Source: an optimization exercise on an open RTL-to-GDS flow (aim: small area, a short achievable clock period and few clock cycles per item). Production flows keep margins and buffers that such runs may drop.
At most, simulation tests tie the RTL to the original design; equivalence was not proved.
No activity file was given, so power comes from the tool's default toggle rates.

==> inputs of 05-07 <==
==> flow/design.v <==
module lp_div (
    input  wire        clk,
    input  wire        rst,         
    input  wire        start,       
    input  wire        signed_op,   
    input  wire [31:0] dividend,    
    input  wire [31:0] divisor,     
    output wire        in_ready,
    output reg         done,
    output wire [31:0] quotient,
    output wire [31:0] remainder,
    output wire        dz,          
    output wire        ov           
);
    function [31:0] below_or(input [31:0] x);
        reg [31:0] p;
        integer l, i, j;
        begin
            p = {x[30:0], 1'b0};
            for (l = 0; l < 5; l = l + 1)
                for (i = 0; i < 32; i = i + 1)
                    if ((i >> l) & 1) begin
                        j = ((i >> l) << l) - 1;
                        p[i] = p[i] | p[j];
                    end
            below_or = p;
        end
    endfunction
    function [31:0] cneg(input [31:0] x, input s);
        cneg = x ^ ({32{s}} & below_or(x));
    endfunction
    function [32:0] sub32(input [31:0] x, input [31:0] y);
        reg [31:0] g, p, t;
        integer l, i, j;
        begin
            t = x ^ ~y;
            g = x & ~y;
            p = t;
            for (l = 0; l < 5; l = l + 1)
                for (i = 0; i < 32; i = i + 1)
                    if ((i >> l) & 1) begin
                        j = ((i >> l) << l) - 1;
                        g[i] = g[i] | (p[i] & g[j]);
                        p[i] = p[i] & p[j];
                    end
            sub32[32] = g[31] | p[31];
            sub32[0]  = ~t[0];
            for (i = 1; i < 32; i = i + 1)
                sub32[i] = t[i] ^ (g[i-1] | p[i-1]);
        end
    endfunction
    function [34:0] add35(input [34:0] x, input [34:0] y, input cin);
        reg [34:0] g, p, t;
        integer l, i, j;
        begin
            t = x ^ y;
            g = x & y;
            p = t;
            g[0] = g[0] | (p[0] & cin);
            for (l = 0; l < 6; l = l + 1)
                for (i = 0; i < 35; i = i + 1)
                    if ((i >> l) & 1) begin
                        j = ((i >> l) << l) - 1;
                        g[i] = g[i] | (p[i] & g[j]);
                        p[i] = p[i] & p[j];
                    end
            add35[0] = t[0] ^ cin;
            for (i = 1; i < 35; i = i + 1)
                add35[i] = t[i] ^ g[i-1];
        end
    endfunction
    function [5:0] lzc32(input [31:0] x);
        reg [15:0] z1; reg [15:0] c1;
        reg [7:0]  z2; reg [15:0] c2;
        reg [3:0]  z3; reg [11:0] c3;
        reg [1:0]  z4; reg [7:0]  c4;
        integer i;
        begin
            for (i = 0; i < 16; i = i + 1) begin
                z1[i] = ~(x[2*i+1] | x[2*i]);
                c1[i] = ~x[2*i+1];
            end
            for (i = 0; i < 8; i = i + 1) begin
                z2[i] = z1[2*i+1] & z1[2*i];
                c2[2*i +: 2] = z1[2*i+1] ? {1'b1, c1[2*i]} : {1'b0, c1[2*i+1]};
            end
            for (i = 0; i < 4; i = i + 1) begin
                z3[i] = z2[2*i+1] & z2[2*i];
                c3[3*i +: 3] = z2[2*i+1] ? {1'b1, c2[4*i +: 2]} : {1'b0, c2[4*i+2 +: 2]};
            end
            for (i = 0; i < 2; i = i + 1) begin
                z4[i] = z3[2*i+1] & z3[2*i];
                c4[4*i +: 4] = z3[2*i+1] ? {1'b1, c3[6*i +: 3]} : {1'b0, c3[6*i+3 +: 3]};
            end
            lzc32 = (z4[1] & z4[0]) ? 6'd32
                  : (z4[1] ? {2'b01, c4[3:0]} : {2'b00, c4[7:4]});
        end
    endfunction
    function [5:0] lzmag(input [31:0] x, input neg);
        reg pw;
        integer i;
        begin
            pw = neg;
            for (i = 1; i < 32; i = i + 1)
                pw = pw & (x[i] | ~x[i-1]);
            lzmag = lzc32(x ^ {32{neg}}) - {5'd0, pw};
        end
    endfunction
    reg        a_vld;
    reg [31:0] a_dvd;       
    reg [31:0] a_dsr;       
    reg [5:0]  a_lza;       
    reg [5:0]  a_lzd;       
    reg        a_nq, a_nr;
    reg        b_busy;      
    reg        b_short;     
    reg        b_first;     
    reg [3:0]  b_cnt;       
    reg [31:0] b_rem;       
    reg [31:0] b_d;         
    reg [31:0] b_q;         
    reg        b_nq, b_nr, b_dz, b_ov;
    reg [31:0] o_rem;       
    reg        o_nq, o_nr, o_dz, o_ov;
    wire fin_it  = b_busy & (b_cnt == 4'd0);
    wire b_ready = ~b_busy | fin_it;          
    wire load    = a_vld & b_ready;
    assign in_ready = ~a_vld | b_ready;
    wire take    = start & in_ready;
    wire dvd_neg = signed_op & dividend[31];
    wire dsr_neg = signed_op & divisor[31];
    wire [6:0]  shd  = {1'b0, a_lzd} - {1'b0, a_lza};
    wire [5:0]  sh   = shd[5:0];              
    wire        qz   = shd[6];                
    wire        a_dz = a_lzd[5];
    wire        short = qz | a_dz;
    wire [31:0] d_s1 = sh[1] ? {a_dsr[29:0], 2'b0}  : a_dsr;
    wire [31:0] d_s2 = sh[2] ? {d_s1[27:0], 4'b0}   : d_s1;
    wire [31:0] d_s3 = sh[3] ? {d_s2[23:0], 8'b0}   : d_s2;
    wire [31:0] d_al = sh[4] ? {d_s3[15:0], 16'b0}  : d_s3;
    wire        a_ov = a_nr & ~a_nq & (a_lza == 6'd0) & (a_lzd == 6'd31);
    wire [32:0] r1 = sub32(b_rem, b_d);
    wire [32:0] r2 = sub32(b_rem, {b_d[30:0], 1'b0});
    wire [34:0] x3 = {3'b000, b_rem};
    wire [34:0] y3 = ~{3'b000, b_d};
    wire [34:0] z3 = ~{2'b00, b_d, 1'b0};
    wire [34:0] cs_s = x3 ^ y3 ^ z3;
    wire [34:0] cs_c = (x3 & y3) | (x3 & z3) | (y3 & z3);
    wire [34:0] r3 = add35(cs_s, {cs_c[33:0], 1'b1}, 1'b1);
    wire        f1 = r1[32];
    wire        f2 = r2[32] & ~b_d[31];
    wire        f3 = ~r3[34];
    wire [31:0] rem_nx = f3 ? r3[31:0] : f2 ? r2[31:0] : f1 ? r1[31:0] : b_rem;
    wire [1:0]  dig    = {f2, f3 | (f1 & ~f2)};
    always @(posedge clk) begin
        if (rst) begin
            a_vld   <= 1'b0;
            b_busy  <= 1'b0;
            b_short <= 1'b0;
            done    <= 1'b0;
        end else begin
            if (take) begin
                a_vld <= 1'b1;
            end else if (load) begin
                a_vld <= 1'b0;
            end
            b_busy  <= load ? ~short : (b_busy & (b_cnt != 4'd0));
            b_short <= load & short;
            done    <= fin_it | b_short;
        end
        if (take) begin
            a_dvd <= cneg(dividend, dvd_neg);
            a_dsr <= cneg(divisor, dsr_neg);
            a_lza <= lzmag(dividend, dvd_neg);
            a_lzd <= lzmag(divisor, dsr_neg);
            a_nq  <= dvd_neg ^ dsr_neg;
            a_nr  <= dvd_neg;
        end
        if (load) begin
            b_nq  <= a_nq;
            b_nr  <= a_nr;
            b_dz  <= a_dz;
            b_ov  <= a_ov;
        end
        b_rem   <= load ? a_dvd : rem_nx;
        b_d     <= load ? d_al  : {2'b00, b_d[31:2]};
        b_cnt   <= load ? sh[4:1] : b_cnt - 4'd1;
        b_first <= load;
        b_q     <= b_short ? {32{b_dz}}
                           : {b_q[29:0] & {30{~b_first}}, dig};
        o_rem   <= b_short ? b_rem : rem_nx;
        o_nq    <= b_nq;
        o_nr    <= b_nr;
        o_dz    <= b_dz;
        o_ov    <= b_ov;
    end
    assign quotient  = cneg(b_q, o_nq);
    assign remainder = cneg(o_rem, o_nr);
    assign dz = o_dz;
    assign ov = o_ov;
endmodule
==> flow/run.sh <==
#!/bin/bash
# synth_recipe.tcl (not shown) runs the flow's synth.tcl, then flattens the netlist and writes it again
# the make line also repeats each setting of config.mk as NAME=value (left out here)
make -C /OpenROAD-flow-scripts/flow DESIGN_CONFIG=/design/flow/config.mk WORK_HOME=/design/flow/orfs CLKGATE_MAP_FILE= SYNTH_SCRIPT=/design/flow/synth_recipe.tcl finish
==> flow/config.mk <==
export PLATFORM = sky130hd
export DESIGN_NAME = lp_div
export DESIGN_NICKNAME = lp_div
export VERILOG_FILES = /design/flow/design.v
export SDC_FILE = /design/flow/constraint.sdc
export NUM_CORES = 4
export LEC_CHECK = 0
export CAP_MARGIN = 20
export CORE_MARGIN = 2
export CORE_UTILIZATION = 40
export SETUP_SLACK_MARGIN = 1.2
export SLEW_MARGIN = 20
==> flow/constraint.sdc <==
create_clock -name core_clock -period 5.0 [get_ports {clk}]
set_input_delay 1.0000 -clock core_clock [delete_from_list [all_inputs] [get_ports {clk}]]
set_output_delay 1.0000 -clock core_clock [all_outputs]
set_load 0.01 [all_outputs]
==> 12-06: changes against 05-07 <==
==> flow/design.v, changed modules only <==
module lp_div (
    input  wire        clk,
    input  wire        rst,         
    input  wire        start,       
    input  wire        signed_op,   
    input  wire [31:0] dividend,    
    input  wire [31:0] divisor,     
    output wire        in_ready,
    output reg         done,
    output wire [31:0] quotient,
    output wire [31:0] remainder,
    output wire        dz,          
    output wire        ov           
);
    function [31:0] below_or(input [31:0] x);
        reg [31:0] p;
        integer l, i, j;
        begin
            p = {x[30:0], 1'b0};
            for (l = 0; l < 5; l = l + 1)
                for (i = 0; i < 32; i = i + 1)
                    if ((i >> l) & 1) begin
                        j = ((i >> l) << l) - 1;
                        p[i] = p[i] | p[j];
                    end
            below_or = p;
        end
    endfunction
    function [31:0] cneg(input [31:0] x, input s);
        cneg = x ^ ({32{s}} & below_or(x));
    endfunction
    function [32:0] sub32(input [31:0] x, input [31:0] y);
        reg [31:0] g, p, t;
        integer l, i, j;
        begin
            t = x ^ ~y;
            g = x & ~y;
            p = t;
            for (l = 0; l < 5; l = l + 1)
                for (i = 0; i < 32; i = i + 1)
                    if ((i >> l) & 1) begin
                        j = ((i >> l) << l) - 1;
                        g[i] = g[i] | (p[i] & g[j]);
                        p[i] = p[i] & p[j];
                    end
            sub32[32] = g[31] | p[31];
            sub32[0]  = ~t[0];
            for (i = 1; i < 32; i = i + 1)
                sub32[i] = t[i] ^ (g[i-1] | p[i-1]);
        end
    endfunction
    function [34:0] add35(input [34:0] x, input [34:0] y, input cin);
        reg [34:0] g, p, t;
        integer l, i, j;
        begin
            t = x ^ y;
            g = x & y;
            p = t;
            g[0] = g[0] | (p[0] & cin);
            for (l = 0; l < 6; l = l + 1)
                for (i = 0; i < 35; i = i + 1)
                    if ((i >> l) & 1) begin
                        j = ((i >> l) << l) - 1;
                        g[i] = g[i] | (p[i] & g[j]);
                        p[i] = p[i] & p[j];
                    end
            add35[0] = t[0] ^ cin;
            for (i = 1; i < 35; i = i + 1)
                add35[i] = t[i] ^ g[i-1];
        end
    endfunction
    function [5:0] lzc32(input [31:0] x);
        reg [15:0] z1; reg [15:0] c1;
        reg [7:0]  z2; reg [15:0] c2;
        reg [3:0]  z3; reg [11:0] c3;
        reg [1:0]  z4; reg [7:0]  c4;
        integer i;
        begin
            for (i = 0; i < 16; i = i + 1) begin
                z1[i] = ~(x[2*i+1] | x[2*i]);
                c1[i] = ~x[2*i+1];
            end
            for (i = 0; i < 8; i = i + 1) begin
                z2[i] = z1[2*i+1] & z1[2*i];
                c2[2*i +: 2] = z1[2*i+1] ? {1'b1, c1[2*i]} : {1'b0, c1[2*i+1]};
            end
            for (i = 0; i < 4; i = i + 1) begin
                z3[i] = z2[2*i+1] & z2[2*i];
                c3[3*i +: 3] = z2[2*i+1] ? {1'b1, c2[4*i +: 2]} : {1'b0, c2[4*i+2 +: 2]};
            end
            for (i = 0; i < 2; i = i + 1) begin
                z4[i] = z3[2*i+1] & z3[2*i];
                c4[4*i +: 4] = z3[2*i+1] ? {1'b1, c3[6*i +: 3]} : {1'b0, c3[6*i+3 +: 3]};
            end
            lzc32 = (z4[1] & z4[0]) ? 6'd32
                  : (z4[1] ? {2'b01, c4[3:0]} : {2'b00, c4[7:4]});
        end
    endfunction
    function [5:0] lzmag(input [31:0] x, input neg);
        reg pw;
        integer i;
        begin
            pw = neg;
            for (i = 1; i < 32; i = i + 1)
                pw = pw & (x[i] | ~x[i-1]);
            lzmag = lzc32(x ^ {32{neg}}) - {5'd0, pw};
        end
    endfunction
    reg        a_vld;
    reg [31:0] a_dvd;       
    reg [31:0] a_dsr;       
    reg [5:0]  a_lza;       
    reg [5:0]  a_lzd;       
    reg        a_nq, a_nr;
    reg        b_busy;      
    reg        b_fix;       
    reg [3:0]  b_cnt;       
    reg [31:0] b_rem;       
    reg [31:0] b_d;         
    reg [31:0] b_q;         
    reg        b_nq, b_nr, b_dz, b_ov;
    wire b_free = ~b_busy & ~b_fix;
    wire load = a_vld & b_free;
    assign in_ready = ~a_vld | b_free;
    wire take = start & in_ready;
    wire dvd_neg = signed_op & dividend[31];
    wire dsr_neg = signed_op & divisor[31];
    wire [6:0]  shd  = {1'b0, a_lzd} - {1'b0, a_lza};
    wire [5:0]  sh   = shd[5:0];              
    wire        qz   = shd[6];                
    wire        a_dz = a_lzd[5];
    wire        short = qz | a_dz;
    wire [31:0] d_s1 = sh[1] ? {a_dsr[29:0], 2'b0}  : a_dsr;
    wire [31:0] d_s2 = sh[2] ? {d_s1[27:0], 4'b0}   : d_s1;
    wire [31:0] d_s3 = sh[3] ? {d_s2[23:0], 8'b0}   : d_s2;
    wire [31:0] d_al = sh[4] ? {d_s3[15:0], 16'b0}  : d_s3;
    wire        a_ov = a_nr & ~a_nq & (a_lza == 6'd0) & (a_lzd == 6'd31);
    wire [32:0] r1 = sub32(b_rem, b_d);
    wire [32:0] r2 = sub32(b_rem, {b_d[30:0], 1'b0});
    wire [34:0] x3 = {3'b000, b_rem};
    wire [34:0] y3 = ~{3'b000, b_d};
    wire [34:0] z3 = ~{2'b00, b_d, 1'b0};
    wire [34:0] cs_s = x3 ^ y3 ^ z3;
    wire [34:0] cs_c = (x3 & y3) | (x3 & z3) | (y3 & z3);
    wire [34:0] r3 = add35(cs_s, {cs_c[33:0], 1'b1}, 1'b1);
    wire        f1 = r1[32];
    wire        f2 = r2[32] & ~b_d[31];
    wire        f3 = ~r3[34];
    wire [31:0] rem_nx = f3 ? r3[31:0] : f2 ? r2[31:0] : f1 ? r1[31:0] : b_rem;
    always @(posedge clk) begin
        if (rst) begin
            a_vld  <= 1'b0;
            b_busy <= 1'b0;
            b_fix  <= 1'b0;
            done   <= 1'b0;
        end else begin
            if (take) begin
                a_vld <= 1'b1;
            end else if (load) begin
                a_vld <= 1'b0;
            end
            if (load) begin
                b_busy <= ~short;
                b_fix  <= short & a_nr;
                done   <= short & ~a_nr;
            end else if (b_busy) begin
                b_busy <= (b_cnt != 4'd0);
                b_fix  <= (b_cnt == 4'd0) & (b_nq | b_nr);
                done   <= (b_cnt == 4'd0) & ~(b_nq | b_nr);
            end else begin
                b_fix  <= 1'b0;
                done   <= b_fix;
            end
        end
        if (take) begin
            a_dvd <= cneg(dividend, dvd_neg);
            a_dsr <= cneg(divisor, dsr_neg);
            a_lza <= lzmag(dividend, dvd_neg);
            a_lzd <= lzmag(divisor, dsr_neg);
            a_nq  <= dvd_neg ^ dsr_neg;
            a_nr  <= dvd_neg;
        end
        if (load) begin
            b_rem <= a_dvd;
            b_d   <= d_al;
            b_q   <= a_dz ? (a_nq ? 32'd1 : 32'hFFFF_FFFF) : 32'd0;
            b_cnt <= sh[4:1];
            b_nq  <= a_nq;
            b_nr  <= a_nr;
            b_dz  <= a_dz;
            b_ov  <= a_ov;
        end else if (b_busy) begin
            b_rem <= rem_nx;
            b_d   <= {2'b00, b_d[31:2]};
            b_q   <= {b_q[29:0], f2, f3 | (f1 & ~f2)};
            b_cnt <= b_cnt - 4'd1;
        end else if (b_fix) begin
            b_q   <= cneg(b_q, b_nq & ~b_dz);
            b_rem <= cneg(b_rem, b_nr);
        end
    end
    assign quotient  = b_q;
    assign remainder = b_rem;
    assign dz = b_dz;
    assign ov = b_ov;
endmodule
--- a/flow/config.mk
+++ b/flow/config.mk
@@ -8,5 +8,5 @@
 export CAP_MARGIN = 20
 export CORE_MARGIN = 2
 export CORE_UTILIZATION = 40
-export SETUP_SLACK_MARGIN = 1.2
+export SETUP_SLACK_MARGIN = 1.6
 export SLEW_MARGIN = 20
==> comparison table <==
quantity	12-06	05-07
End point of the critical path	b_rem[30]	remainder[31]
Final Wtd Congestion	0.9355	0.9259
Number of endpoints failing setup at the final stage	0	4
Iter 0 DRT Violations	1587	1244
Post-synthesis adder-cell area fraction	0.1189	0.1160
Worst Hold Launch	a_nr	b_dz
Met2 usage	0.4059	0.3783
Power dissipated in the clock network	1.44 mW	1.97 mW
Relative contribution of the clock network to total power	0.186	0.110
CP Depth	14	10
Top routing layer in use	met4	met5
Number of inserted filler cells in the final layout	3874	4230
P_comb	4.20 mW	12.8 mW
Area added between synthesis and finish	32.26%	22.01%
Status	finished clean	complete, but fails checks
Violated checks	-	negative setup slack
Testbench counts of 05-07, summed over its fixed seeds: cycles 11,019, divs 3,200.
No functional check of the RTL was part of 12-06.

[static timing again, ports no longer ideal]
The flow's constraints put no driver on any port. The routed layouts listed below were extracted and timed again, unchanged, in two steps.
Step 1 sets driving cells, clkbuf_16 on the clock port and buf_2 on the other inputs (assumed; they add their load-dependent delay and slew).
Step 2 adds t to the input delays and takes it off the output delays; t is the mean of the earliest and latest rising clock arrival at the registers after step 1. Input paths then give back, and output paths get back, about the clock's delay inside the block.
a / b / c = no drivers / after step 1 / after step 2; a / b = the first two.
run | t (ns) | setup slack, ns | worst setup path at the end
05-07 | 0.607 | -0.144 / -0.205 / 0.402 | register to output
12-06 | 0.508 | 1.312 / 1.312 / 1.208 | input to register
For 12-06, which loses most, drivers alone change the setup slack by 0.000 ns; drivers and shift together by -0.104 ns.
